Source: an optimization exercise on an open RTL-to-GDS flow (aim: small area and a short achievable clock period). Production flows keep margins and buffers that such runs may drop. At most, simulation tests tie the RTL to the original design; equivalence was not proved. Only the layout flow was run in runs 1 and 2; the RTL was not checked for function there. Power is estimated from default activity; no workload was simulated.

## flow/config.mk

```make
export PLATFORM = sky130hd
export DESIGN_NAME = yrc_lane_coder
export DESIGN_NICKNAME = yrc_lane_coder
export VERILOG_FILES = /design/flow/design.v
export SDC_FILE = /design/flow/constraint.sdc
export NUM_CORES = 8
export LEC_CHECK = 0
export CAP_MARGIN = 20
export CORE_MARGIN = 2
export CORE_UTILIZATION = 40
export SETUP_SLACK_MARGIN = 1.5
export SLEW_MARGIN = 20
```

## flow/constraint.sdc

```tcl
create_clock -name core_clock -period 36.0 [get_ports {clk}]
set_input_delay 7.2000 -clock core_clock [delete_from_list [all_inputs] [get_ports {clk}]]
set_output_delay 7.2000 -clock core_clock [all_outputs]
set_load 0.01 [all_outputs]
```

## flow/design.v

```verilog
module yrc_lane_coder (
    input             clk,
    input             rst,
    input      [4:0]  cfg_bits,    
    input      [3:0]  cfg_thr,     
    input             in_valid,
    input             in_first,    
    input             in_eol,      
    input             in_plane,    
    input      [15:0] in_x,        
    input      [15:0] in_a,        
    input      [15:0] in_b,        
    input      [15:0] in_c,        
    input      [15:0] in_d,        
    output reg        out_valid,
    output reg [5:0]  out_len,     
    output reg [55:0] out_bits     
);
    localparam NCTX = 82;           
    function [7:0] enc;
        input integer n;
        integer p, r, q1, q2;
        begin
            p = n / 41;
            r = n % 41;
            if (r < 5) begin
                q1 = 0; q2 = r;
            end else begin
                q1 = (r - 5) / 9 + 1;
                q2 = (r - 5) % 9 - 4;
            end
            enc = {p[0], q1[2:0], (q2 < 0) ? 1'b1 : 1'b0, (q2 < 0) ? -q2[2:0] : q2[2:0]};
        end
    endfunction
    function [9:0] satwrap;
        input [15:0] v;
        input [15:0] mx;
        input [15:0] bs;
        reg   [15:0] w;
        begin
            w = (v & mx) | ((|(v & bs)) ? ~mx : 16'd0);
            satwrap = (w[15:8] == {8{w[8]}}) ? {w[8], w[8:0]} : (w[15] ? 10'h200 : 10'h0ff);
        end
    endfunction
    reg        v0, f0, eol0, p0;
    reg [15:0] x0, a0, b0, c0, d0;
    reg [4:0]  cfg_b;
    reg [3:0]  cfg_t;
    always @(posedge clk) begin
        v0    <= rst ? 1'b0 : in_valid;
        f0    <= in_first;
        eol0  <= in_eol;
        p0    <= in_plane;
        x0    <= in_x;
        a0    <= in_a;
        b0    <= in_b;
        c0    <= in_c;
        d0    <= in_d;
        cfg_b <= cfg_bits;
        cfg_t <= cfg_thr;
    end
    wire [16:0] full_c = 17'd1 << cfg_b;
    wire [16:0] maxv_i = (17'd1 << cfg_bits) - 17'd1;
    reg  [15:0] maxv;                                 
    reg  [15:0] bsel;                                 
    always @(posedge clk) begin
        maxv <= maxv_i[15:0];
        bsel <= 16'd1 << (cfg_bits - 5'd1);
    end
    wire [31:0] ainit_raw = ({15'd0, full_c} + 32'd32) >> 6;
    wire [31:0] ainit_c   = (ainit_raw < 32'd2) ? 32'd2 : ainit_raw;
    wire [20:0] a_init = ainit_c[20:0];
    wire fresh1 = v0 & f0;
    wire [17:0] t1 = 18'd1 << cfg_t;
    wire [17:0] t2 = t1 << 2;
    wire [17:0] t3 = t1 << 4;
    wire [17:0] m1 = ~(t1 - 18'd1);      
    wire [17:0] m2 = ~(t2 - 18'd1);
    wire [17:0] m3 = ~(t3 - 18'd1);      
    wire signed [17:0] g1 = $signed({2'b00, d0}) - $signed({2'b00, b0});
    wire signed [17:0] g2 = $signed({2'b00, a0}) - $signed({2'b00, c0});
    wire [17:0] g1m = g1[17] ? -g1 : g1;
    wire [17:0] g2m = g2[17] ? -g2 : g2;
    wire [2:0]  l1 = (g1m == 18'd0) ? 3'd0 : ((g1m & m1) == 18'd0) ? 3'd1 :
                     ((g1m & m2) == 18'd0) ? 3'd2 : ((g1m & m3) == 18'd0) ? 3'd3 : 3'd4;
    wire [2:0]  l2 = (g2m == 18'd0) ? 3'd0 : ((g2m & m1) == 18'd0) ? 3'd1 :
                     ((g2m & m2) == 18'd0) ? 3'd2 : ((g2m & m3) == 18'd0) ? 3'd3 : 3'd4;
    wire        q1_neg = g1[17] && (l1 != 3'd0);
    wire        q2_neg = g2[17] && (l2 != 3'd0);
    wire        neg1 = q1_neg || ((l1 == 3'd0) && q2_neg);
    wire        q2f_neg = (l2 != 3'd0) && (q2_neg != neg1);
    wire [7:0]  idx1 = {p0, l1, q2f_neg, l2};
    wire        a_lt_b = a0 < b0;
    wire        c_ge_a = c0 >= a0;
    wire        c_ge_b = c0 >= b0;
    wire        c_le_a = c0 <= a0;
    wire        c_le_b = c0 <= b0;
    wire        m_min  = c_ge_a & c_ge_b;
    wire        m_max  = c_le_a & c_le_b & !m_min;
    wire        m_a    = m_min ? a_lt_b : m_max ? !a_lt_b : 1'b0;
    wire        m_b    = (m_min | m_max) & !m_a;
    wire [15:0] abc    = a0 + b0 - c0;
    wire [15:0] med1   = m_a ? a0 : m_b ? b0 : abc;
    wire [15:0] y1     = x0 - med1;
    wire [15:0] zz1  = (y1 ^ {16{neg1}}) + {15'd0, neg1};
    wire [15:0] hd1   = maxv - med1;
    wire [7:0]  medlo = (med1 > 16'd128) ? 8'd128 : med1[7:0];
    wire [7:0]  hdlo  = (hd1  > 16'd128) ? 8'd128 : hd1[7:0];
    wire [6:0]  medhi = (med1 > 16'd127) ? 7'd127 : med1[6:0];
    wire [6:0]  hdhi  = (hd1  > 16'd127) ? 7'd127 : hd1[6:0];
    wire [7:0]  lom1  = neg1 ? hdlo : medlo;      
    wire [6:0]  hi1   = neg1 ? medhi : hdhi;
    wire [15:0] eb1   = x0 ^ {16{neg1}};
    wire [9:0]  es_b1 = satwrap(eb1, maxv, bsel);
    wire [9:0]  es_a1 = satwrap(eb1 + 16'd1, maxv, bsel);
    reg        v3, f3;
    reg [7:0]  idx3;
    wire       we3;
    wire [19:0] new3;
    wire [19:0] cnb_init = {6'd1, 6'd0, 8'd0};
    wire [19:0] cnb_wd   = fresh1 ? cnb_init : new3;
    wire [NCTX*20-1:0] cnb_terms;
    wire [NCTX*21-1:0] a_terms;
    reg        v4, we4;
    reg [7:0]  idx4;
    wire [20:0] a_new4;
    wire [20:0] a_wd = f3 & v3 ? a_init : a_new4;
    genvar gi;
    generate
        for (gi = 0; gi < NCTX; gi = gi + 1) begin : g_st
            localparam [7:0] CODE = enc(gi);
            reg  [19:0] cnb;
            reg  [20:0] a;
            wire en_cnb = fresh1 | (we3 && (idx3 == CODE));
            wire en_a   = (v3 & f3) | (we4 && (idx4 == CODE));
            always @(posedge clk) begin
                if (en_cnb) cnb <= cnb_wd;
                if (en_a)   a   <= a_wd;
            end
            assign cnb_terms[gi*20 +: 20] = (idx1 == CODE) ? cnb : 20'd0;
            assign a_terms[gi*21 +: 21]   = (idx3 == CODE) ? a : 21'd0;
        end
    endgenerate
    reg  [19:0] cnb_rd;
    reg  [20:0] a_rd;
    integer n;
    always @* begin
        cnb_rd = 20'd0;
        a_rd   = 21'd0;
        for (n = 0; n < NCTX; n = n + 1) begin
            cnb_rd = cnb_rd | cnb_terms[n*20 +: 20];
            a_rd   = a_rd | a_terms[n*21 +: 21];
        end
    end
    wire        fwd1 = we3 && (idx3 == idx1);
    wire [19:0] cnb1 = fresh1 ? cnb_init : fwd1 ? new3 : cnb_rd;
    reg        eol3, flat3, xa3, neg3;
    reg [15:0] x3, zz3;
    reg [7:0]  lom3;
    reg [9:0]  es_b, es_a;
    reg [6:0]  hi3;
    reg [19:0] cnb3;
    always @(posedge clk) begin
        v3    <= rst ? 1'b0 : v0;
        f3    <= f0;
        eol3  <= eol0;
        flat3 <= (a0 == b0) && (a0 == c0) && (d0 == b0);
        xa3   <= x0 == a0;
        neg3  <= neg1;
        idx3  <= idx1;
        x3    <= x0;
        zz3   <= zz1;
        lom3  <= lom1;
        es_b  <= es_b1;
        es_a  <= es_a1;
        hi3   <= hi1;
        cnb3  <= cnb1;
    end
    wire fresh3 = v3 & f3;
    reg        run_q;
    reg [4:0]  ri_q;
    reg [14:0] cnt_q;
    reg [15:0] ra_q;
    wire        run_in  = fresh3 ? 1'b0 : run_q;
    wire [4:0]  ri_in   = fresh3 ? 5'd0 : ri_q;
    wire        in_run  = run_in | flat3;
    wire        hit     = in_run && (run_in ? (x3 == ra_q) : xa3);
    wire        interrupt = in_run && !hit;
    wire [14:0] cnt_eff = run_in ? cnt_q : 15'd0;
    wire [3:0]  jr      = ri_in[4:1];
    wire [15:0] run_pow = 16'd1 << jr;
    wire [15:0] cnt_inc = {1'b0, cnt_eff} + 16'd1;
    wire        run_full = (cnt_inc == run_pow);
    reg         run_d;
    reg [14:0]  cnt_d;
    reg [4:0]   ri_d;
    reg [4:0]   run_len;
    reg [14:0]  run_val;
    always @* begin
        run_d   = 1'b0;
        cnt_d   = cnt_eff;
        ri_d    = ri_in;
        run_len = 5'd0;
        run_val = 15'd0;
        if (hit) begin
            if (run_full) begin
                run_len = 5'd1;
                run_val = 15'd1;
                cnt_d   = 15'd0;
                if (ri_in < 5'd31) ri_d = ri_in + 5'd1;
            end else begin
                cnt_d = cnt_inc[14:0];
                if (eol3) begin
                    run_len = 5'd1;
                    run_val = 15'd1;
                end
            end
            run_d = !eol3;
        end else if (interrupt) begin
            run_len = 5'd1 + {1'b0, jr};
            run_val = cnt_eff & (run_pow[14:0] - 15'd1);
            if (ri_in > 5'd0) ri_d = ri_in - 5'd1;
        end
    end
    always @(posedge clk) begin
        if (rst) begin
            run_q <= 1'b0;
            ri_q  <= 5'd0;
            cnt_q <= 15'd0;
            ra_q  <= 16'd0;
        end else if (v3) begin
            run_q <= run_d;
            ri_q  <= ri_d;
            cnt_q <= cnt_d;
            if (!run_in) ra_q <= x3;
        end
    end
    assign we3 = v3 & !hit;
    wire [5:0]        cN  = cnb3[19:14];       
    wire [5:0]        cB6 = cnb3[13:8];        
    wire signed [7:0] cC  = cnb3[7:0];
    wire signed [6:0] cBs = {|cB6, cB6};
    wire              half = (cN == 6'd0);
    wire [6:0]        n2   = half ? 7'd33 : ({1'b0, cN} + 7'd1);
    wire        b8    = (cfg_b == 5'd8);
    wire [7:0]  hmask = maxv[15:8];           
    wire [7:0]  hsel  = bsel[15:8];           
    function [2:0] hflags;
        input [7:0] h;
        input [7:0] hm;
        input [7:0] hs;
        begin
            hflags = {h[0], ((h ^ {8{h[0]}}) & hm) == 8'd0, |(h & hs)};
        end
    endfunction
    wire        below = ($signed({cC[7], cC}) + $signed({1'b0, lom3})) < 9'sd0;
    wire        above = cC > $signed({1'b0, hi3});
    wire [15:0] eb    = x3 ^ {16{neg3}};
    wire [15:0] ea    = eb + 16'd1;
    wire [8:0]  l9    = {1'b0, zz3[7:0]} - {1'b0, cC[7:0]};
    wire [7:0]  hz    = zz3[15:8];
    wire [2:0]  fl_m  = hflags(hz - 8'd1, hmask, hsel);
    wire [2:0]  fl_0  = hflags(hz, hmask, hsel);
    wire [2:0]  fl_p  = hflags(hz + 8'd1, hmask, hsel);
    wire [2:0]  fl    = (!cC[7] &  l9[8]) ? fl_m :
                        ( cC[7] & !l9[8]) ? fl_p : fl_0;
    wire [9:0]  es_n  = b8    ? {l9[7], l9[7], l9[7:0]} :
                        fl[1] ? {fl[2], fl[2], l9[7:0]} :
                        (fl[0] ? 10'h200 : 10'h0ff);
    wire signed [9:0] es = below ? es_b : above ? es_a : es_n;
    wire signed [9:0] sbs  = {{3{cBs[6]}}, cBs};
    wire signed [9:0] sn2  = {3'd0, n2};
    wire signed [9:0] th_le  = (half ? -10'sd65  : -sn2)       - sbs;
    wire signed [9:0] th_le2 = (half ? -10'sd131 : -(sn2 <<< 1)) - sbs;
    wire signed [9:0] th_gt  = (half ? 10'sd1    : 10'sd0)     - sbs;
    wire signed [9:0] th_gt2 = (half ? 10'sd67   : sn2)        - sbs;
    wire        le  = es <= th_le;
    wire        le2 = es <= th_le2;
    wire        gt  = es > th_gt;
    wire        gt2 = es > th_gt2;
    wire [6:0]  n2h  = half ? 7'd66 : n2;
    wire [6:0]  k_0  = {cBs[6], cB6};
    wire [6:0]  k_le = k_0 + n2h;
    wire [6:0]  k_gt = k_0 - n2h;
    wire [6:0]  v_0  = es[6:0] + k_0;
    wire [6:0]  v_le = es[6:0] + k_le;
    wire [6:0]  v_gt = es[6:0] + k_gt;
    wire [5:0]  t_0  = half ? v_0[6:1]  : v_0[5:0];
    wire [5:0]  t_le = half ? v_le[6:1] : v_le[5:0];
    wire [5:0]  t_gt = half ? v_gt[6:1] : v_gt[5:0];
    wire [5:0]  t_lo = 6'd1 - n2[5:0];
    wire [5:0]  bs_upd = le ? (le2 ? t_lo : t_le) : gt ? (gt2 ? 6'd0 : t_gt) : t_0;
    wire [7:0]  c_dec = (cC == -8'sd128) ? cC : cC - 8'sd1;
    wire [7:0]  c_inc = (cC ==  8'sd127) ? cC : cC + 8'sd1;
    wire [7:0]  c_upd = le ? c_dec : gt ? c_inc : cC;
    assign new3 = {n2[5:0], bs_upd, c_upd};
    wire [15:0] e0 = below ? eb : above ? ea : (zz3 - {{8{cC[7]}}, cC});
    wire        esg = |(e0 & bsel);
    wire [15:0] e   = (e0 & maxv) | (esg ? ~maxv : 16'd0);
    wire [16:0] mm3 = {e, 1'b0} ^ {17{e[15]}};
    wire        fwd3 = we4 && (idx4 == idx3);
    wire [20:0] a3   = fresh3 ? a_init : fwd3 ? a_new4 : a_rd;
    wire [6:0]  nfull = {half, cN};
    reg  [20:0] a_above;         
    reg  [20:0] a_msb;           
    reg  [6:0]  a_top;           
    reg         a_stk;           
    reg  [4:0]  a_len;           
    integer i, j;
    always @* begin
        a_above[20] = 1'b0;
        for (i = 19; i >= 0; i = i - 1)
            a_above[i] = a_above[i + 1] | a3[i + 1];
        for (i = 0; i < 21; i = i + 1)
            a_msb[i] = a3[i] & !a_above[i];
        a_top = 7'd0;
        for (j = 0; j < 7; j = j + 1)
            for (i = 6 - j; i < 21; i = i + 1)
                a_top[j] = a_top[j] | (a_msb[i] & a3[i - 6 + j]);
        a_stk = 1'b0;
        for (i = 0; i < 14; i = i + 1)
            a_stk = a_stk | (a3[i] & a_above[i + 6]);
        a_len = 5'd0;
        for (i = 0; i < 21; i = i + 1)
            if (a_msb[i]) a_len = a_len | (i[4:0] + 5'd1);
    end
    wire [2:0]  n_len = nfull[6] ? 3'd7 : nfull[5] ? 3'd6 : nfull[4] ? 3'd5 : nfull[3] ? 3'd4 :
                        nfull[2] ? 3'd3 : nfull[1] ? 3'd2 : 3'd1;
    wire [6:0]  n_top = nfull << (3'd7 - n_len);
    wire        k_fit = {a_top, a_stk} <= {n_top, 1'b0};
    wire signed [6:0] k_raw = $signed({2'b00, a_len}) - $signed({4'b0000, n_len}) +
                              $signed({6'd0, !k_fit});
    wire [4:0]  k3 = (a_len == 5'd0 || k_raw < 7'sd0) ? 5'd0 :
                     (k_raw > 7'sd16) ? 5'd16 : k_raw[4:0];
    reg        half4, reg4;
    reg [20:0] a4;
    reg [16:0] m4;
    reg [4:0]  k4;
    reg [4:0]  rlen4;
    reg [14:0] rval4;
    always @(posedge clk) begin
        v4    <= rst ? 1'b0 : v3;
        we4   <= v3 & !hit;
        reg4  <= !hit;
        idx4  <= idx3;
        half4 <= half;
        a4    <= a3;
        m4    <= mm3;
        k4    <= k3;
        rlen4 <= run_len;
        rval4 <= run_val;
    end
    wire [21:0] a_sum  = {1'b0, a4} + {6'd0, m4[16:1]} + {21'd0, m4[0]};
    assign a_new4 = half4 ? a_sum[21:1] : a_sum[20:0];
    wire [16:0] mk4    = m4 >> k4;
    wire        escape = (mk4 >= 17'd24);
    wire [16:0] low_mask = (17'd1 << k4) - 17'd1;
    wire [5:0]  rg_len = !reg4 ? 6'd0 :
                         escape ? (6'd24 + {1'b0, cfg_b}) : (mk4[5:0] + 6'd1 + {1'b0, k4});
    wire [16:0] rg_val = !reg4 ? 17'd0 :
                         escape ? {1'b0, m4[15:0] & maxv}
                                : ((17'd1 << k4) | (m4 & low_mask));
    wire [55:0] code     = ({41'd0, rval4} << rg_len) | {39'd0, rg_val};
    wire [5:0]  code_len = {1'b0, rlen4} + rg_len;
    always @(posedge clk) begin
        out_valid <= v4;
        out_len   <= code_len;
        out_bits  <= code;
    end
endmodule
```

## flow/run.sh

```bash
#!/bin/bash
# synth_recipe.tcl (not shown) runs the flow's synth.tcl, then flattens the netlist and writes it again
# the make line also repeats each setting of config.mk as NAME=value (left out here)
make -C /OpenROAD-flow-scripts/flow DESIGN_CONFIG=/design/flow/config.mk WORK_HOME=/design/flow/orfs CLKGATE_MAP_FILE= SYNTH_SCRIPT=/design/flow/synth_recipe.tcl finish
```

==> flow_metrics.env, run 1 <==
export IMPL_cap_violations=0
export IMPL_hold_ws_ns=0.332
export IMPL_slew_headroom=0.141
export IMPL_cts_sinks=3762
export IMPL_critical_path_class="flip-flop to flip-flop"
export IMPL_rr_endpoint="k4[2]"
export IMPL_worstSetupEndpointType="flip-flop"
export IMPL_grt_pass1_vias=110000
export IMPL_yosysWarnings=1
export IMPL_ff2ff_path_depth=33
export IMPL_crit_buf_inv=2
export IMPL_die_h_um=632
export IMPL_final_hold_viol_count=0
export IMPL_avgViaCountPerCell=6.86
export IMPL_synthMuxAreaShare=0.0146
export IMPL_grt_pass1_wl_mm=950
export IMPL_hp_class="flip-flop to flip-flop"
export IMPL_fin_crit_ns=10.40
export IMPL_setup_viol=0
export IMPL_drcViolationCount=0
export IMPL_cts_setup_buffers=0
export IMPL_syn2layout_area_growth_pct=15.4
export IMPL_cp_common_cell="nand2_1"
export IMPL_r2r_start="idx3[4]"
export IMPL_fp_row_count=230
export IMPL_path_delay_family="simple AND/OR/NAND/NOR gates"
export IMPL_h_tree_depth=5
export IMPL_nets=12100
export IMPL_fp_dieW_um=632
export IMPL_fin_crit_sh=0.289
export IMPL_synth_simple_gate_area_frac=0.0774
export IMPL_vias=119000
export IMPL_die_area_mm2=0.400
export IMPL_syn_avg_cell_area_um2=14.0
export IMPL_power_density_mw_per_mm2=118
export IMPL_grt_usage=0.346
export IMPL_place_gp_congestion=1.02
export IMPL_clk_latency_ns=1.10
export IMPL_pin_count=158
export IMPL_final_layout_size_suffix_gt1_frac=0.126
export IMPL_synthAdderAreaFrac=0.0276
export IMPL_synth_edf_count=3362
export IMPL_tritoncts="yes"
export IMPL_antenna_found_initial=52
export IMPL_cts_resized=0
export IMPL_routed_wl_mm=713
export IMPL_min_to="out_valid"
export IMPL_peakVddDrop_mv=0.585
export IMPL_arrival_ns=11.30
export IMPL_synthDistinctLibCells=106
export IMPL_dr_pass1_iters=9
export IMPL_grt_max_degree=111
export IMPL_hold_start="v4"
export IMPL_hold_buffers=0
export IMPL_final_cell_mix="3362 x edfxtp_1, 735 x a22oi_1, 599 x nand2_1"
export IMPL_netlist_area_mm2=0.158
export IMPL_critPathRequiredTime_ns=36.90
export IMPL_synthCells=11300
export IMPL_worst_pin_slew_ns=1.28
export IMPL_final_common_cell="edfxtp_1"
export IMPL_dr_first_iter_drc_count=22500
export IMPL_synth_ff_type="edfxtp_1"
export IMPL_clkTransAtPathRegs_ns=0.07
export IMPL_fin_setup_tns_ns=0
export IMPL_crit_start="idx3[4]"
export IMPL_core_mm2=0.393
export IMPL_critical_path_peak_fanout=22
export IMPL_maxSlewViolCount=0
export IMPL_static_leakage_power_nw=61.5
export IMPL_max_freq_ghz=0.0962
export IMPL_critical_path_max_stage_delay_ns=0.77
export IMPL_cts_buffers_inserted=385
export IMPL_synth_xor_area_frac=0.0197
export IMPL_wl_per_cell_um=41.2
export IMPL_cp_slowest_cell="dfxtp_2"
export IMPL_dpl_hpwl_mm=442
export IMPL_status="complete, no violations"
export IMPL_initial_core_util=0.402
export IMPL_async_flop_share=0
export IMPL_worst_clock_skew_ns=0.167
export IMPL_synth_compound_area_frac=0.148
export IMPL_crit_path_start_kind="flip-flop"
export IMPL_rrSetupSlack_ns=25.60
export IMPL_clk_path_buf_depth=4
export IMPL_synth_seq_area_share=0.690
export IMPL_synth_top_family_by_area="compound AO/OA/AOI/OAI gates"
export IMPL_cts_root_buf="clkbuf_16"
export IMPL_portBuffers=157
export IMPL_syn_nets=11700
export IMPL_ant_nets=0
export IMPL_grt_overflow_total=0
export IMPL_ys_seq_elements=3762
export IMPL_rsz0062_at_grt="false"
export IMPL_hold_path_depth=0
[power by group]
group	internal, mW	switching (mW)
combinational	1.73	6.35
clock	2.31	1.77
sequential	8.93	0.383
total	13.0	8.51
[worst max-delay path by stage]
stage                    end  cells after the start
floorplan           maxv[10]                      9
global placement    maxv[10]                      8
detailed placement  maxv[10]                      8
CTS                    k4[2]                     32
global route           k4[2]                     32
finish                 k4[2]                     33
[metal layers]
layer,track usage,part of all wire,vias up
met4,0.218,0.079,40
met2,0.507,0.42,10700
met1,0.446,0.35,59400
met5,0.00193,0.00037,-
met3,0.108,0.15,2503
li1,-,-,46000
[flip-flops by register name (all words and copies together), names as in the netlist, 10 cells and up]
signal	flops
b0	16
rval4	15
g_st.a	1722
maxv	16
x3	16
es_a	10
m4	16
a0	16
g_st.cnb	1640
ra_q	16
c0	16
a4	21
cnt_q	15
zz3	16
cnb3	20
d0	16
x0	16
bsel	16
out_bits	56
es_b	10
[metrics by stage]
step / cells / instance area [um2] / worst slack, ns / power [mW] / utilization
floorplan: 11300 / 158000 / 27.13 / 13.6 / -
global placement: 16600 / 169000 / 25.86 / 16.9 / 0.431
detailed placement: 16600 / 169000 / 25.85 / 17.1 / 0.431
CTS: 17300 / 182000 / 25.89 / 21.2 / 0.463
global route: 17300 / 182000 / 25.40 / 22.1 / 0.464
finish: 17300 / 182000 / 25.60 / 21.5 / 0.464
[Yosys cell counts (42+ instances only)]
cell,instances,area [um2]
edfxtp_1,3362,101000
a22oi_1,735,5520
nor2_1,608,2280
nand2_1,605,2270
clkbuf_1,531,1990
o21ai_0,424,2120
a21oi_1,415,2080
dfxtp_1,400,8010
a221oi_1,377,3300
a22o_1,351,3070
inv_1,304,1140
ha_1,281,3520
xnor2_1,250,2190
nand4_1,249,1560
nand3_1,234,1170
nor3_1,191,956
mux2i_1,182,1820
a21o_1,152,1140
o22ai_1,114,713
a222oi_1,106,1060
xor2_1,105,920
nor4_1,103,644
nor2b_1,91,569
nand2b_1,85,532
and3_1,80,500
buf_1,62,233
a31oi_1,56,350
and2_1,56,350
o21a_1,56,420
a211oi_1,55,413
or3_1,43,269
fa_1,42,841
[cell type report]
cell class | count | area [um2]
tap | 5220 | 6530
fill | 34100 | 211000
multi-input combinational | 6591 | 47300
sequential | 3762 | 109000
timing repair buffer | 676 | 5520
clock inverter | 221 | 2360
clock buffer | 477 | 10300
antenna | 34 | 85.1
inverter | 314 | 1180
[cell families after synthesis]
| kind of cell | after synthesis |
|---|---|
| muxes | 224 |
| and+or+nand+nor | 2483 |
| adders and majority gates | 323 |
| xor gates and xnor gates | 355 |
| buffers and inverters | 929 |
| DFF | 3762 |
| AOI/OAI and AO/OA | 3206 |
==> run 2: changes to the inputs <==
==> flow/flow/run.sh (new file) <==
#!/bin/bash
# Layout: the standard ORFS flow (standard.sh), with repair_timing asked
# for a setup slack of 27 ns at the design's 36 ns clock (an achieved
# period of about 9 ns) instead of the default 1.5 ns. Everything else,
# synthesis included, is the standard flow. Full output in standard.log.
set -euo pipefail
cd "$(dirname "$0")/.."
bash standard.sh SETUP_SLACK_MARGIN=27 finish > standard.log 2>&1
==> flow/standard.sh (new file) <==
#!/bin/bash
# synth_recipe.tcl (not shown) runs the flow's synth.tcl, then flattens the netlist and writes it again
# the make line also repeats each setting of config.mk as NAME=value (left out here)
make -C /OpenROAD-flow-scripts/flow DESIGN_CONFIG=/design/flow/config.mk WORK_HOME=/design/flow/orfs CLKGATE_MAP_FILE= SYNTH_SCRIPT=/design/flow/synth_recipe.tcl "${@:-finish}"
removed: flow/run.sh
==> run 2 against run 1 <==
  * The layout now fails its checks (slew limit)
  * Largest cell class unchanged
  * Count of clock-buffer cells in the layout is the same
  * Core utilization grew 0.17 points
  * Cell count grew 0.16%
  * Synthesized area is the same
  * Sequential power is essentially flat
  * Critical path depth shrank 12
  * Clock skew grew 0.0027 ns
  * Die area is the same
  * Setup slack gained 1.3 ns
  * Sequential cell count is the same
  * Routed wire length grew 0.19%
  * Worst hold slack is essentially flat
==> flow_metrics.env, run 2 <==
export IMPL_grt_pass1_vias=110000
export IMPL_dr_pass1_iters=9
export IMPL_ys_seq_elements=3762
export IMPL_grt_pass1_wl_mm=950
export IMPL_syn2layout_area_growth_pct=15.8
export IMPL_final_layout_size_suffix_gt1_frac=0.133
export IMPL_worst_pin_slew_ns=1.54
export IMPL_slew_headroom=-0.0298
export IMPL_maxSlewViolCount=49
export IMPL_tritoncts="yes"
export IMPL_hp_class="flip-flop to flip-flop"
export IMPL_die_h_um=632
export IMPL_critPathRequiredTime_ns=36.79
export IMPL_fp_dieW_um=632
export IMPL_synth_edf_count=3362
export IMPL_p_total_mw=21.8
export IMPL_dr_first_iter_drc_count=22300
export IMPL_fin_setup_tns_ns=0
export IMPL_grt_max_degree=111
export IMPL_clk_path_buf_depth=4
export IMPL_power_density_mw_per_mm2=119
export IMPL_routed_wl_mm=714
export IMPL_fin_crit_ns=9.07
export IMPL_max_freq_ghz=0.110
export IMPL_worst_clock_skew_ns=0.169
export IMPL_crit_path_start_kind="flip-flop"
export IMPL_synthCells=11300
export IMPL_final_hold_viol_count=0
export IMPL_synthTopCellsByArea="edfxtp_1 64%, dfxtp_1 5.1%, a22oi_1 3.5%"
export IMPL_synthTopCellsByCount="3362 x edfxtp_1, 735 x a22oi_1, 608 x nor2_1"
export IMPL_place_gp_congestion=1.02
export IMPL_cap_violations=0
export IMPL_wl_per_cell_um=41.2
export IMPL_reg_top3="g_st.a: 1722 flops, g_st.cnb: 1640 flops, out_bits: 56 flops"
export IMPL_syn_avg_cell_area_um2=14.0
export IMPL_worstSetupEndpointType="flip-flop"
export IMPL_rrSetupSlack_ns=26.93
export IMPL_dpl_hpwl_mm=442
export IMPL_fin_area_mm2=0.183
export IMPL_antenna_found_initial=53
export IMPL_drcViolationCount=0
export IMPL_place_area_mm2=0.169
export IMPL_synth_seq_area_share=0.690
export IMPL_portBuffers=157
export IMPL_so_faults="slew limit"
export IMPL_vias=119000
export IMPL_cts_buffers_inserted=385
export IMPL_h_tree_depth=5
export IMPL_synth_most_common_cell="edfxtp_1"
export IMPL_avgViaCountPerCell=6.87
export IMPL_arrival_ns=9.86
export IMPL_peakVddDrop_mv=0.496
export IMPL_largest_reg_flops=1722
export IMPL_async_flop_share=0
export IMPL_synth_top_cell_by_area="edfxtp_1"
export IMPL_static_leakage_power_nw=62.0
export IMPL_cts_root_buf="clkbuf_16"
export IMPL_fp_row_count=230
export IMPL_num_fill_cells=34100
export IMPL_die_area_mm2=0.400
export IMPL_synthDistinctLibCells=106
export IMPL_synth_top_area_frac=0.639
export IMPL_clk_latency_ns=1.10
export IMPL_rsz0062_at_grt="true"
export IMPL_netlist_area_mm2=0.158
export IMPL_yosysWarnings=1
export IMPL_initial_core_util=0.402
export IMPL_core_mm2=0.393
export IMPL_status="complete, but fails checks"
export IMPL_grt_usage=0.346
export IMPL_setup_viol=0
export IMPL_hold_buffers=0
export IMPL_ant_nets=0
export IMPL_clkTransAtPathRegs_ns=0.06
export IMPL_cts_sinks=3762
export IMPL_critical_path_peak_fanout=11
export IMPL_hold_ws_ns=0.332
export IMPL_nets=12200
export IMPL_regMostFlops="g_st.a"
export IMPL_synth_ff_type="edfxtp_1"
export IMPL_final_common_cell="edfxtp_1"
export IMPL_final_cell_mix="3362 x edfxtp_1, 734 x a22oi_1, 589 x nand2_1"
export IMPL_critical_path_class="flip-flop to flip-flop"
export IMPL_fin_crit_sh=0.252
export IMPL_pin_count=158
export IMPL_syn_nets=11700
export IMPL_grt_overflow_total=0
-- run 2: kinds of logic after synthesis --
kind of cell	share of synthesized area
multiplexers	0.0146
XOR/XNOR	0.0197
adder cells (fa/ha/maj)	0.0276
AO/OA/AOI/OAI	0.148
buffers and inverters	0.0224
AND/OR/NAND/NOR	0.0774
flip-flops	0.690
-- run 2: cell type report --
cell class              instances  area, um2  area share
well taps                    5220       6530      0.0357
flip-flops and latches       3762     109000       0.596
inverters                     314       1180     0.00646
clock inverters               221       2360      0.0129
diodes                         42        105    0.000575
multi-input cells            6595      47700       0.261
clock buffers                 477      10300      0.0563
repair buffers                692       5710      0.0312
-- run 2: stage by stage --
| step | cells | utilization | worst slack [ns] |
|---|---|---|---|
| final | 17300 | 0.466 | 26.93 |
| after global routing | 17300 | 0.465 | 26.90 |
| after CTS | 17300 | 0.464 | 26.92 |
| after detailed placement | 16600 | 0.431 | 25.85 |
| after global placement | 16600 | 0.431 | 25.86 |
| after floorplan | 11300 | - | 27.13 |
-- run 2: power breakdown --
group	internal, mW	switching [mW]
sequential	8.92	0.381
clock	2.31	1.77
combinational	1.80	6.58
total	13.0	8.74
-- run 2: worst paths after layout --
check / startpoint / end / cells past startpoint
worst max-delay path: b0[3] / cnb3[5] / 21
worst min-delay path: v4 / out_valid / 0
worst max register to register: b0[3] / cnb3[5] / 21
worst min register to register: v4 / out_valid / 0
-- run 2: worst max-delay path, cell delays in order, from the launching register on --
cell and delay (ns):
dfxtp_1 0.42, inv_1 0.22, ha_1 0.51, a21oi_1 0.31, a21oi_1 0.19, o21ba_2 0.27
or2_0 0.24, o311ai_1 0.89, and4_1 0.39, a31oi_1 0.19, xnor2_1 0.30, a21oi_1 0.06
or4_1 0.84, nand4_1 0.72, nor2_2 0.05, buf_4 0.28, buf_4 0.28, a221oi_1 0.45
nand4_1 0.36, or4_1 0.83, nor4_1 0.95, a211oi_1 0.11
-- run 2: what timing repair did --
item | 4_1_cts | 5_1_grt
gates resized for setup | 98 | 96
endpoints found under the setup margin | 912 | 1007
buffers inserted | 7 | 12
cloned | 0 | 4
pin swaps | 5 | 12
-- run 2: per-layer routing --
metal  wire length, um  share of wire  track usage  up-vias
met5               293        0.00041            0        -
met1            248000           0.35        0.443    59500
met3            107000           0.15        0.113     2568
met4             56900          0.080        0.217       44
li1                  -              -            -    46000
met2            302000           0.42        0.508    10900
==> run 3: changes to the inputs <==
--- a/flow/design.v
+++ b/flow/design.v
@@ -62,8 +62,10 @@
     wire [16:0] full_c = 17'd1 << cfg_b;
-    wire [16:0] maxv_i = (17'd1 << cfg_bits) - 17'd1;
-    reg  [15:0] maxv;                                 
-    reg  [15:0] bsel;                                 
+    wire [16:0] maxv_c = full_c - 17'd1;
+    wire [15:0] maxv1  = maxv_c[15:0];                
+    wire [15:0] bsel1  = 16'd1 << (cfg_b - 5'd1);     
+    reg  [15:0] maxv;
+    reg  [15:0] bsel;
     always @(posedge clk) begin
-        maxv <= maxv_i[15:0];
-        bsel <= 16'd1 << (cfg_bits - 5'd1);
+        maxv <= maxv1;
+        bsel <= bsel1;
     end
@@ -79,20 +81,28 @@
     wire [17:0] m3 = ~(t3 - 18'd1);      
-    wire signed [17:0] g1 = $signed({2'b00, d0}) - $signed({2'b00, b0});
-    wire signed [17:0] g2 = $signed({2'b00, a0}) - $signed({2'b00, c0});
-    wire [17:0] g1m = g1[17] ? -g1 : g1;
-    wire [17:0] g2m = g2[17] ? -g2 : g2;
-    wire [2:0]  l1 = (g1m == 18'd0) ? 3'd0 : ((g1m & m1) == 18'd0) ? 3'd1 :
+    wire signed [16:0] g1  = {1'b0, d0} - {1'b0, b0};      
+    wire signed [16:0] dca = {1'b0, c0} - {1'b0, a0};      
+    wire signed [16:0] dcb = {1'b0, c0} - {1'b0, b0};      
+    wire signed [16:0] dab = {1'b0, a0} - {1'b0, b0};      
+    wire        z1  = (g1  == 17'd0);
+    wire        zca = (dca == 17'd0);
+    wire        zcb = (dcb == 17'd0);
+    wire        zab = (dab == 17'd0);
+    wire [15:0] dbd = b0 - d0;
+    wire [15:0] dac = a0 - c0;
+    wire [17:0] g1m = {2'b00, g1[16] ? dbd : g1[15:0]};
+    wire [17:0] g2m = {2'b00, dca[16] ? dac : dca[15:0]};
+    wire [2:0]  l1 = z1 ? 3'd0 : ((g1m & m1) == 18'd0) ? 3'd1 :
                      ((g1m & m2) == 18'd0) ? 3'd2 : ((g1m & m3) == 18'd0) ? 3'd3 : 3'd4;
-    wire [2:0]  l2 = (g2m == 18'd0) ? 3'd0 : ((g2m & m1) == 18'd0) ? 3'd1 :
+    wire [2:0]  l2 = zca ? 3'd0 : ((g2m & m1) == 18'd0) ? 3'd1 :
                      ((g2m & m2) == 18'd0) ? 3'd2 : ((g2m & m3) == 18'd0) ? 3'd3 : 3'd4;
-    wire        q1_neg = g1[17] && (l1 != 3'd0);
-    wire        q2_neg = g2[17] && (l2 != 3'd0);
-    wire        neg1 = q1_neg || ((l1 == 3'd0) && q2_neg);
-    wire        q2f_neg = (l2 != 3'd0) && (q2_neg != neg1);
+    wire        q1_neg = g1[16] && !z1;
+    wire        q2_neg = !dca[16] && !zca;                 
+    wire        neg1 = q1_neg || (z1 && q2_neg);
+    wire        q2f_neg = !zca && (q2_neg != neg1);
     wire [7:0]  idx1 = {p0, l1, q2f_neg, l2};
-    wire        a_lt_b = a0 < b0;
-    wire        c_ge_a = c0 >= a0;
-    wire        c_ge_b = c0 >= b0;
-    wire        c_le_a = c0 <= a0;
-    wire        c_le_b = c0 <= b0;
+    wire        a_lt_b = dab[16];
+    wire        c_ge_a = !dca[16];
+    wire        c_ge_b = !dcb[16];
+    wire        c_le_a = dca[16] | zca;
+    wire        c_le_b = dcb[16] | zcb;
     wire        m_min  = c_ge_a & c_ge_b;
@@ -101,3 +111,3 @@
     wire        m_b    = (m_min | m_max) & !m_a;
-    wire [15:0] abc    = a0 + b0 - c0;
+    wire [15:0] abc    = b0 - dca[15:0];
     wire [15:0] med1   = m_a ? a0 : m_b ? b0 : abc;
@@ -105,3 +115,3 @@
     wire [15:0] zz1  = (y1 ^ {16{neg1}}) + {15'd0, neg1};
-    wire [15:0] hd1   = maxv - med1;
+    wire [15:0] hd1   = maxv1 - med1;
     wire [7:0]  medlo = (med1 > 16'd128) ? 8'd128 : med1[7:0];
@@ -113,4 +123,4 @@
     wire [15:0] eb1   = x0 ^ {16{neg1}};
-    wire [9:0]  es_b1 = satwrap(eb1, maxv, bsel);
-    wire [9:0]  es_a1 = satwrap(eb1 + 16'd1, maxv, bsel);
+    wire [9:0]  es_b1 = satwrap(eb1, maxv1, bsel1);
+    wire [9:0]  es_a1 = satwrap(eb1 + 16'd1, maxv1, bsel1);
     reg        v3, f3;
@@ -120,3 +130,5 @@
     wire [19:0] cnb_init = {6'd1, 6'd0, 8'd0};
-    wire [19:0] cnb_wd   = fresh1 ? cnb_init : new3;
+    reg  [19:0] w4;              
+    wire        ww4;
+    wire [19:0] cnb_wd   = fresh1 ? cnb_init : w4;
     wire [NCTX*20-1:0] cnb_terms;
@@ -133,3 +145,3 @@
             reg  [20:0] a;
-            wire en_cnb = fresh1 | (we3 && (idx3 == CODE));
+            wire en_cnb = fresh1 | (ww4 && (idx4 == CODE));
             wire en_a   = (v3 & f3) | (we4 && (idx4 == CODE));
@@ -155,3 +167,4 @@
     wire        fwd1 = we3 && (idx3 == idx1);
-    wire [19:0] cnb1 = fresh1 ? cnb_init : fwd1 ? new3 : cnb_rd;
+    wire        fwdw = ww4 && (idx4 == idx1);
+    wire [19:0] cnb1 = fresh1 ? cnb_init : fwd1 ? new3 : fwdw ? w4 : cnb_rd;
     reg        eol3, flat3, xa3, neg3;
@@ -166,3 +179,3 @@
         eol3  <= eol0;
-        flat3 <= (a0 == b0) && (a0 == c0) && (d0 == b0);
+        flat3 <= zab && zca && z1;
         xa3   <= x0 == a0;
@@ -302,3 +315,25 @@
     wire [20:0] a3   = fresh3 ? a_init : fwd3 ? a_new4 : a_rd;
-    wire [6:0]  nfull = {half, cN};
+    reg        reg4;
+    reg [6:0]  nfull4;
+    reg [20:0] a4;
+    reg [16:0] m4;
+    reg [4:0]  rlen4;
+    reg [14:0] rval4;
+    wire       half4 = nfull4[6];
+    always @(posedge clk) begin
+        v4    <= rst ? 1'b0 : v3;
+        we4   <= v3 & !hit;
+        reg4  <= !hit;
+        idx4  <= idx3;
+        nfull4 <= {half, cN};
+        w4    <= new3;
+        a4    <= a3;
+        m4    <= mm3;
+        rlen4 <= run_len;
+        rval4 <= run_val;
+    end
+    wire [21:0] a_sum  = {1'b0, a4} + {6'd0, m4[16:1]} + {21'd0, m4[0]};
+    assign a_new4 = half4 ? a_sum[21:1] : a_sum[20:0];
+    assign ww4 = we4 & !fresh3;
+    wire [6:0]  nfull = nfull4;
     reg  [20:0] a_above;         
@@ -312,5 +347,5 @@
         for (i = 19; i >= 0; i = i - 1)
-            a_above[i] = a_above[i + 1] | a3[i + 1];
+            a_above[i] = a_above[i + 1] | a4[i + 1];
         for (i = 0; i < 21; i = i + 1)
-            a_msb[i] = a3[i] & !a_above[i];
+            a_msb[i] = a4[i] & !a_above[i];
         a_top = 7'd0;
@@ -318,6 +353,6 @@
             for (i = 6 - j; i < 21; i = i + 1)
-                a_top[j] = a_top[j] | (a_msb[i] & a3[i - 6 + j]);
+                a_top[j] = a_top[j] | (a_msb[i] & a4[i - 6 + j]);
         a_stk = 1'b0;
         for (i = 0; i < 14; i = i + 1)
-            a_stk = a_stk | (a3[i] & a_above[i + 6]);
+            a_stk = a_stk | (a4[i] & a_above[i + 6]);
         a_len = 5'd0;
@@ -332,36 +367,29 @@
                               $signed({6'd0, !k_fit});
-    wire [4:0]  k3 = (a_len == 5'd0 || k_raw < 7'sd0) ? 5'd0 :
+    wire [4:0]  k4c = (a_len == 5'd0 || k_raw < 7'sd0) ? 5'd0 :
                      (k_raw > 7'sd16) ? 5'd16 : k_raw[4:0];
-    reg        half4, reg4;
-    reg [20:0] a4;
-    reg [16:0] m4;
-    reg [4:0]  k4;
-    reg [4:0]  rlen4;
-    reg [14:0] rval4;
+    reg        v5, reg5;
+    reg [16:0] m5;
+    reg [4:0]  k5;
+    reg [4:0]  rlen5;
+    reg [14:0] rval5;
     always @(posedge clk) begin
-        v4    <= rst ? 1'b0 : v3;
-        we4   <= v3 & !hit;
-        reg4  <= !hit;
-        idx4  <= idx3;
-        half4 <= half;
-        a4    <= a3;
-        m4    <= mm3;
-        k4    <= k3;
-        rlen4 <= run_len;
-        rval4 <= run_val;
+        v5    <= rst ? 1'b0 : v4;
+        reg5  <= reg4;
+        m5    <= m4;
+        k5    <= k4c;
+        rlen5 <= rlen4;
+        rval5 <= rval4;
     end
-    wire [21:0] a_sum  = {1'b0, a4} + {6'd0, m4[16:1]} + {21'd0, m4[0]};
-    assign a_new4 = half4 ? a_sum[21:1] : a_sum[20:0];
-    wire [16:0] mk4    = m4 >> k4;
-    wire        escape = (mk4 >= 17'd24);
-    wire [16:0] low_mask = (17'd1 << k4) - 17'd1;
-    wire [5:0]  rg_len = !reg4 ? 6'd0 :
-                         escape ? (6'd24 + {1'b0, cfg_b}) : (mk4[5:0] + 6'd1 + {1'b0, k4});
-    wire [16:0] rg_val = !reg4 ? 17'd0 :
-                         escape ? {1'b0, m4[15:0] & maxv}
-                                : ((17'd1 << k4) | (m4 & low_mask));
-    wire [55:0] code     = ({41'd0, rval4} << rg_len) | {39'd0, rg_val};
-    wire [5:0]  code_len = {1'b0, rlen4} + rg_len;
+    wire [16:0] mk5    = m5 >> k5;
+    wire        escape = (mk5 >= 17'd24);
+    wire [16:0] low_mask = (17'd1 << k5) - 17'd1;
+    wire [5:0]  rg_len = !reg5 ? 6'd0 :
+                         escape ? (6'd24 + {1'b0, cfg_b}) : (mk5[5:0] + 6'd1 + {1'b0, k5});
+    wire [16:0] rg_val = !reg5 ? 17'd0 :
+                         escape ? {1'b0, m5[15:0] & maxv}
+                                : ((17'd1 << k5) | (m5 & low_mask));
+    wire [55:0] code     = ({41'd0, rval5} << rg_len) | {39'd0, rg_val};
+    wire [5:0]  code_len = {1'b0, rlen5} + rg_len;
     always @(posedge clk) begin
-        out_valid <= v4;
+        out_valid <= v5;
         out_len   <= code_len;
==> flow/run.sh (new file) <==
#!/bin/bash
# synth_recipe.tcl (not shown) runs the flow's synth.tcl, then flattens the netlist and writes it again
# the make line also repeats each setting of config.mk as NAME=value (left out here)
make -C /OpenROAD-flow-scripts/flow DESIGN_CONFIG=/design/flow/config.mk WORK_HOME=/design/flow/orfs CLKGATE_MAP_FILE= SYNTH_SCRIPT=/design/flow/synth_recipe.tcl finish
--- a/flow/config.mk
+++ b/flow/config.mk
@@ -9,3 +9,5 @@
 export CORE_MARGIN = 2
-export CORE_UTILIZATION = 40
+export CORE_UTILIZATION = 55
+export CTS_CLUSTER_DIAMETER = 80
+export CTS_CLUSTER_SIZE = 25
 export SETUP_SLACK_MARGIN = 1.5
removed: flow/flow/run.sh
removed: flow/standard.sh
==> run 3 against run 2 <==
  * Now clean on timing, DRC and antenna
  * Fmax is 4.9% lower
  * Synthesized cell count is 2.7% higher
  * Count of clock-buffer cells in the layout decreased by 220
  * Synthesized area grew 1.8%
  * First-iteration DRC count grew 1.9%
  * Sequential cell count rose by 64
  * Clock skew is 0.042 ns lower
  * Cell count is 8.4% lower
  * Non-clock buffer count decreased by 22
  * Highest routed layer unchanged
==> flow_metrics.env, run 3 <==
export IMPL_dpl_hpwl_mm=400
export IMPL_final_cell_mix="3362 x edfxtp_1, 793 x a22oi_1, 706 x nand2_1"
export IMPL_critPathRequiredTime_ns=36.88
export IMPL_portBuffers=157
export IMPL_die_h_um=545
export IMPL_clkPwrFrac=0.172
export IMPL_cts_root_buf="clkbuf_16"
export IMPL_place_gp_congestion=1.00
export IMPL_fin_crit_ns=9.54
export IMPL_critical_path_max_stage_delay_ns=0.97
export IMPL_crit_chain="buf_4, nor3_1, nand2b_1, ha_1, nor2_1, mux2i_1, o32ai_1, o311ai_0, nor4_1, o32ai_1, or4_1, and3_1, or3_1, a2111oi_0, nand4_1, nand2b_1, o221ai_1, a21oi_1"
export IMPL_peakVddDrop_mv=0.133
export IMPL_reg_top3="g_st.a: 1722 flops, g_st.cnb: 1640 flops, out_bits: 56 flops"
export IMPL_grt_overflow_total=0
export IMPL_fp_row_count=198
export IMPL_sequentialPowerShare=0.457
export IMPL_dr_pass1_iters=10
export IMPL_ant_nets=0
export IMPL_cts_setup_buffers=0
export IMPL_nets=12300
export IMPL_num_fill_cells=22100
export IMPL_p_sw_mw=5.65
export IMPL_syn_nets=12000
export IMPL_antenna_found_initial=40
export IMPL_grt_usage=0.422
export IMPL_clkTransAtPathRegs_ns=0.10
export IMPL_h_tree_depth=4
export IMPL_dpl_cell_count=15500
export IMPL_synth_top_area_frac=0.628
export IMPL_tritoncts="yes"
export IMPL_synth_top_cell_by_area="edfxtp_1"
export IMPL_yosysWarnings=1
export IMPL_hold_ws_ns=0.320
export IMPL_maxSlewViolCount=0
export IMPL_max_freq_ghz=0.105
export IMPL_final_common_cell="edfxtp_1"
export IMPL_setup_viol=0
export IMPL_cap_violations=0
export IMPL_synth_edf_count=3362
export IMPL_cts_buffers_inserted=197
export IMPL_synthCells=11600
export IMPL_final_hold_viol_count=0
export IMPL_static_leakage_power_nw=59.7
export IMPL_clk_latency_ns=0.97
export IMPL_synth_ff_type="edfxtp_1"
export IMPL_arrival_ns=10.42
export IMPL_synthTopCellsByArea="edfxtp_1 63%, dfxtp_1 5.8%, a22oi_1 3.7%"
export IMPL_grt_pass1_vias=107000
export IMPL_core_mm2=0.291
export IMPL_fin_setup_tns_ns=0
export IMPL_wl_per_cell_um=40.3
export IMPL_crit_path_start_kind="flip-flop"
export IMPL_regMostFlops="g_st.a"
export IMPL_initial_core_util=0.553
export IMPL_worst_pin_slew_ns=1.34
export IMPL_dr_first_iter_drc_count=22700
export IMPL_clk_path_buf_depth=4
export IMPL_finalWorstSetupSlack_ns=26.46
export IMPL_p_sw_frac=0.380
export IMPL_power_density_mw_per_mm2=83.8
export IMPL_crit_start="cfg_t[3]"
export IMPL_hp_class="flip-flop to flip-flop"
export IMPL_grt_max_degree=83
export IMPL_fp_dieW_um=545
export IMPL_synth_seq_area_share=0.686
export IMPL_pre_cts_ws_ns=26.76
export IMPL_syn_avg_cell_area_um2=13.9
export IMPL_hold_buffers=0
export IMPL_worstSetupEndpointType="flip-flop"
export IMPL_syn2layout_area_growth_pct=10.4
export IMPL_synthTopCellsByCount="3362 x edfxtp_1, 793 x a22oi_1, 714 x nand2_1"
export IMPL_pin_count=158
export IMPL_grt_pass1_wl_mm=867
export IMPL_avgViaCountPerCell=7.34
export IMPL_synthDistinctLibCells=120
export IMPL_r2r_start="cfg_t[3]"
export IMPL_crit_buf_inv=1
export IMPL_p_total_mw=14.9
export IMPL_cts_resized=0
export IMPL_final_layout_size_suffix_gt1_frac=0.107
export IMPL_critical_path_peak_fanout=32
export IMPL_synth_most_common_cell="edfxtp_1"
export IMPL_ys_seq_elements=3826
export IMPL_largest_reg_flops=1722
export IMPL_fin_crit_sh=0.265
export IMPL_async_flop_share=0
export IMPL_rsz0062_at_grt="false"
export IMPL_drcViolationCount=0
export IMPL_routed_wl_mm=639
export IMPL_cp_slowest_cell="nand2b_1"
export IMPL_critical_path_class="flip-flop to flip-flop"
export IMPL_cell_internal_pwr_mw=9.23
export IMPL_cts_sinks=3826
export IMPL_worst_clock_skew_ns=0.127
export IMPL_die_area_mm2=0.297
export IMPL_path_delay_family="simple AND/OR/NAND/NOR gates"
export IMPL_netlist_area_mm2=0.161
export IMPL_hold_start="reg4"
export IMPL_vias=117000
export IMPL_instances_no_fill=15900
export IMPL_p_comb_frac=0.371
export IMPL_status="complete, no violations"
export IMPL_slew_headroom=0.107
==> run 3: logic make-up (layout without fill, tap and decap cells) <==
logic type	Yosys count	after routing	share of synthesized area
flops	3826	3826	0.686
other cells	0	15	0
mux	183	183	0.0125
simple gates	2665	2665	0.0831
buf+inv	926	1303	0.0224
xor+xnor	363	363	0.0198
fa+ha+maj	343	343	0.0282
compound gates	3276	3276	0.148
==> run 3: power groups by stage <==
stage / Sequential [mW] / Clock, mW / Combinational [mW]
final: 6.79 / 2.56 / 5.53
after global routing: 6.83 / 2.69 / 5.92
after CTS: 6.78 / 2.55 / 5.33
after detailed placement: 6.88 / 0 / 5.30
after global placement: 6.86 / 0 / 5.19
after floorplan: 6.82 / 0 / 3.40
==> run 3: metrics by stage <==
step,utilization,area (um2)
2_1_floorplan,-,161000
3_3_place_gp,0.588,171000
3_5_place_dp,0.588,171000
4_1_cts,0.609,177000
5_1_grt,0.610,177000
6_report,0.610,177000
==> run 3: final cells by class <==
cell class | instances | area (um2) | share of cell area
Sequential cell | 3826 | 110000 | 0.621
Multi-Input combinational cell | 6830 | 49300 | 0.278
Clock inverter | 48 | 800 | 0.00451
Clock buffer | 257 | 5250 | 0.0296
Tap cell | 3900 | 4880 | 0.0275
Timing Repair Buffer | 670 | 5690 | 0.0321
Antenna cell | 15 | 37.5 | 0.000212
Inverter | 328 | 1230 | 0.00695
==> run 3: metal layers <==
layer / GRT usage / part of all wire / vias to the layer above
li1: - / - / 46500
met1: 0.568 / 0.35 / 57700
met2: 0.613 / 0.42 / 10300
met3: 0.149 / 0.16 / 2027
met4: 0.199 / 0.061 / 38
met5: 0 / 0.00042 / -
==> run 3: final timing paths <==
kind / endpoint / slack [ns] / cells past startpoint
max reg2reg: cnb3[2] / 26.46 / 18
max: cnb3[2] / 26.46 / 18
min: reg5 / 0.32 / 0
min reg2reg: reg5 / 0.32 / 0
==> run 4: changes to the inputs <==
==> flow/flow/run.sh (new file) <==
#!/bin/bash
# Layout: the standard ORFS flow (standard.sh) with two changes:
# - repair_timing is asked for a setup slack of 27.5 ns at the design's 36 ns
#   clock (an achieved period of about 8.5 ns) instead of the default 1.5 ns;
# - after global route, post_grt.tcl repairs max slew and capacitance again.
# Synthesis, floorplan, power grid, placement, CTS and routing are otherwise
# the standard flow. Full output in standard.log (ORFS's own logs are under
# orfs/logs).
set -euo pipefail
cd "$(dirname "$0")/.."
bash standard.sh SETUP_SLACK_MARGIN=27.5 POST_GLOBAL_ROUTE_TCL="$PWD/flow/post_grt.tcl" finish > standard.log 2>&1
==> flow/flow/post_grt.tcl (new file) <==
log_cmd estimate_parasitics -global_routing
log_cmd global_route -start_incremental
log_cmd repair_design -slew_margin 30 -cap_margin 30 -match_cell_footprint -verbose
log_cmd detailed_placement
log_cmd global_route -end_incremental
log_cmd estimate_parasitics -global_routing
write_guides $::env(RESULTS_DIR)/route.guide
==> flow/standard.sh (new file) <==
#!/bin/bash
# synth_recipe.tcl (not shown) runs the flow's synth.tcl, then flattens the netlist and writes it again
# the make line also repeats each setting of config.mk as NAME=value (left out here)
make -C /OpenROAD-flow-scripts/flow DESIGN_CONFIG=/design/flow/config.mk WORK_HOME=/design/flow/orfs CLKGATE_MAP_FILE= SYNTH_SCRIPT=/design/flow/synth_recipe.tcl "${@:-finish}"
removed: flow/run.sh
==> run 4 against run 3 <==
  * Still clean on timing, DRC and antenna
  * Sequential power about the same
  * Synthesized area unchanged
  * Setup slack improved by 0.97 ns
  * Combinational power is essentially flat
  * Worst hold slack got worse by 0.00067 ns
  * Critical endpoint is now out_bits[1]
  * Largest cell class unchanged
  * Largest power group unchanged
  * Highest routed layer unchanged
==> flow_metrics.env, run 4 <==
export IMPL_yosysWarnings=1
export IMPL_dpl_cell_count=15500
export IMPL_clkTransAtPathRegs_ns=0.09
export IMPL_sequentialPowerShare=0.456
export IMPL_instances_no_fill=15900
export IMPL_p_total_mw=14.9
export IMPL_cp_slowest_cell="dfxtp_2"
export IMPL_critical_path_peak_fanout=1
export IMPL_hold_ws_ns=0.319
export IMPL_finalWorstSetupSlack_ns=27.43
export IMPL_worst_clock_skew_ns=0.127
export IMPL_synth_compound_area_frac=0.148
export IMPL_syn_nets=12000
export IMPL_grt_pass1_vias=107000
export IMPL_syn_avg_cell_area_um2=13.9
export IMPL_crit_path_start_kind="flip-flop"
export IMPL_path_delay_family="flip-flops"
export IMPL_clkPwrFrac=0.172
export IMPL_fin_crit_sh=0.238
export IMPL_grt_overflow_total=0
export IMPL_async_flop_share=0
export IMPL_fp_dieW_um=545
export IMPL_ant_nets=0
export IMPL_power_density_mw_per_mm2=83.7
export IMPL_maxSlewViolCount=0
export IMPL_cts_setup_buffers=1
export IMPL_grt_usage=0.423
export IMPL_hold_buffers=0
export IMPL_synthMuxAreaShare=0.0125
export IMPL_dr_pass1_iters=10
export IMPL_critical_path_max_stage_delay_ns=0.36
export IMPL_fp_row_count=198
export IMPL_synth_xor_area_frac=0.0198
export IMPL_synthTopCellsByArea="edfxtp_1 63%, dfxtp_1 5.8%, a22oi_1 3.7%"
export IMPL_synthCells=11600
export IMPL_avgViaCountPerCell=7.36
export IMPL_critPathRequiredTime_ns=28.80
export IMPL_largest_reg_flops=1722
export IMPL_clk_latency_ns=0.97
export IMPL_synth_top_cell_by_area="edfxtp_1"
export IMPL_synth_simple_gate_area_frac=0.0831
export IMPL_final_common_cell="edfxtp_1"
export IMPL_vias=117000
export IMPL_pin_count=158
export IMPL_final_hold_viol_count=0
export IMPL_synth_seq_area_share=0.686
export IMPL_portBuffers=157
export IMPL_p_comb_frac=0.373
export IMPL_drcViolationCount=0
export IMPL_core_mm2=0.291
export IMPL_die_area_mm2=0.297
export IMPL_synthDistinctLibCells=120
export IMPL_utilization=0.612
export IMPL_tritoncts="yes"
export IMPL_pre_cts_ws_ns=26.76
export IMPL_final_cell_mix="3362 x edfxtp_1, 793 x a22oi_1, 702 x nand2_1"
export IMPL_p_sw_mw=5.66
export IMPL_grt_max_degree=83
export IMPL_critical_path_class="flip-flop to primary output"
export IMPL_setup_viol=0
export IMPL_place_area_mm2=0.171
export IMPL_netlist_area_mm2=0.161
export IMPL_peakVddDrop_mv=0.130
export IMPL_cell_internal_pwr_mw=9.24
export IMPL_hp_class="flip-flop to flip-flop"
export IMPL_cts_buffers_inserted=197
export IMPL_synthTopCellsByCount="3362 x edfxtp_1, 793 x a22oi_1, 714 x nand2_1"
export IMPL_cts_sinks=3826
export IMPL_static_leakage_power_nw=60.1
export IMPL_cap_violations=0
export IMPL_synthAdderAreaFrac=0.0282
export IMPL_p_sw_frac=0.380
export IMPL_crit_buf_inv=1
export IMPL_syn2layout_area_growth_pct=10.8
export IMPL_final_layout_size_suffix_gt1_frac=0.123
export IMPL_synth_edf_count=3362
export IMPL_fin_crit_ns=8.57
export IMPL_worst_pin_slew_ns=1.27
export IMPL_fin_setup_tns_ns=0
export IMPL_worstSetupEndpointType="primary output"
export IMPL_synth_top_area_frac=0.628
export IMPL_place_gp_congestion=1.00
export IMPL_status="complete, no violations"
export IMPL_fin_area_mm2=0.178
export IMPL_max_freq_ghz=0.117
export IMPL_dr_first_iter_drc_count=22700
export IMPL_arrival_ns=1.37
export IMPL_cts_resized=332
export IMPL_slew_headroom=0.153
export IMPL_synth_most_common_cell="edfxtp_1"
export IMPL_h_tree_depth=4
export IMPL_nets=12300
export IMPL_grt_pass1_wl_mm=868
export IMPL_synth_ff_type="edfxtp_1"
export IMPL_wl_per_cell_um=40.3
export IMPL_antenna_found_initial=35
export IMPL_ys_seq_elements=3826
export IMPL_initial_core_util=0.553
export IMPL_clk_path_buf_depth=4
export IMPL_synth_top_family_by_area="compound AO/OA/AOI/OAI gates"
export IMPL_regMostFlops="g_st.a"
export IMPL_routed_wl_mm=640
export IMPL_die_h_um=545
export IMPL_reg_top3="g_st.a: 1722 flops, g_st.cnb: 1640 flops, out_bits: 56 flops"
export IMPL_crit_chain="buf_6"
export IMPL_dpl_hpwl_mm=400
export IMPL_cts_root_buf="clkbuf_16"
-- run 4: cell types whose count changed in the layout (fill, tap and decap cells not counted), sizes merged --
cell,delta
buf,+83
clkdlybuf4s50,-63
nand4,+1
clkdlybuf4s18,+1
diode,+2
clkbuf,-1
-- run 4: layout make-up --
type                    count  area [um2]
clock buffers             257        5250
fillers                 22100      113000
clock inverters            48         800
inverters                 328        1230
well taps                3900        4880
repair buffers            690        5950
flip-flops and latches   3826      110000
diodes                     17        42.5
multi-input cells        6831       49700
-- run 4: final timing paths --
kind	from	to	slack, ns	cells after the start
worst min-delay path	reg4	reg5	0.32	0
worst max-delay path	out_bits[1]	out_bits[1]	27.43	1
worst max register to register	b0[11]	cnb3[4]	27.72	20
worst min register to register	reg4	reg5	0.32	0
-- run 4: logic make-up after synthesis --
group | count (synthesis)
buffers and inverters | 926
adders and majority gates | 343
DFF | 3826
xor gates and xnor gates | 363
and+or+nand+nor | 2665
AOI/OAI and AO/OA | 3276
muxes | 183
-- run 4: routing by layer --
layer  share of wire  track usage  vias to the layer above
li1                -            -                    46500
met1            0.35        0.569                    57800
met2            0.42        0.615                    10500
met3            0.16        0.149                     2021
met4           0.061        0.198                       36
met5         0.00039            0                        -
-- run 4: power by group through the flow --
stage	combinational (mW)	sequential [mW]	clock, mW
2_1_floorplan	3.40	6.82	0
3_3_place_gp	5.19	6.86	0
3_5_place_dp	5.30	6.88	0
4_1_cts	5.33	6.78	2.55
6_report	5.55	6.80	2.56

==> re-timing with driven ports <==
How much do the figures lean on ideal ports? The routed layouts below were timed once more, with nothing changed but the port constraints. Step 1: set_driving_cell puts a clkbuf_16 on clk and a buf_2 on each other input, an assumption about the parent block. Step 2, shift: input delay + t, output delay - t, t = (earliest + latest rising clock arrival at the registers) / 2. This alone moves slack from input paths to output paths. Three values: ideal, step 1, step 2; two values: the first two.
run	t (ns)	setup slack, ns	hold WS [ns]	worst setup path at the end	pins driven straight from the clock port
run 1	1.125	25.605 / 25.605 / 25.605	0.332 / 0.332 / 0.332	register to register	1
run 2	1.130	26.928 / 26.928 / 26.153	0.332 / 0.332 / 0.332	input to register	1
run 3	1.008	26.460 / 26.460 / 26.460	0.320 / 0.320 / 0.320	register to register	1
run 4	1.007	27.429 / 27.330 / 27.720	0.319 / 0.319 / 0.319	register to register	1
The setup slack of run 2, which loses most, moves by 0.000 ns with the drivers and by -0.775 ns with both steps.
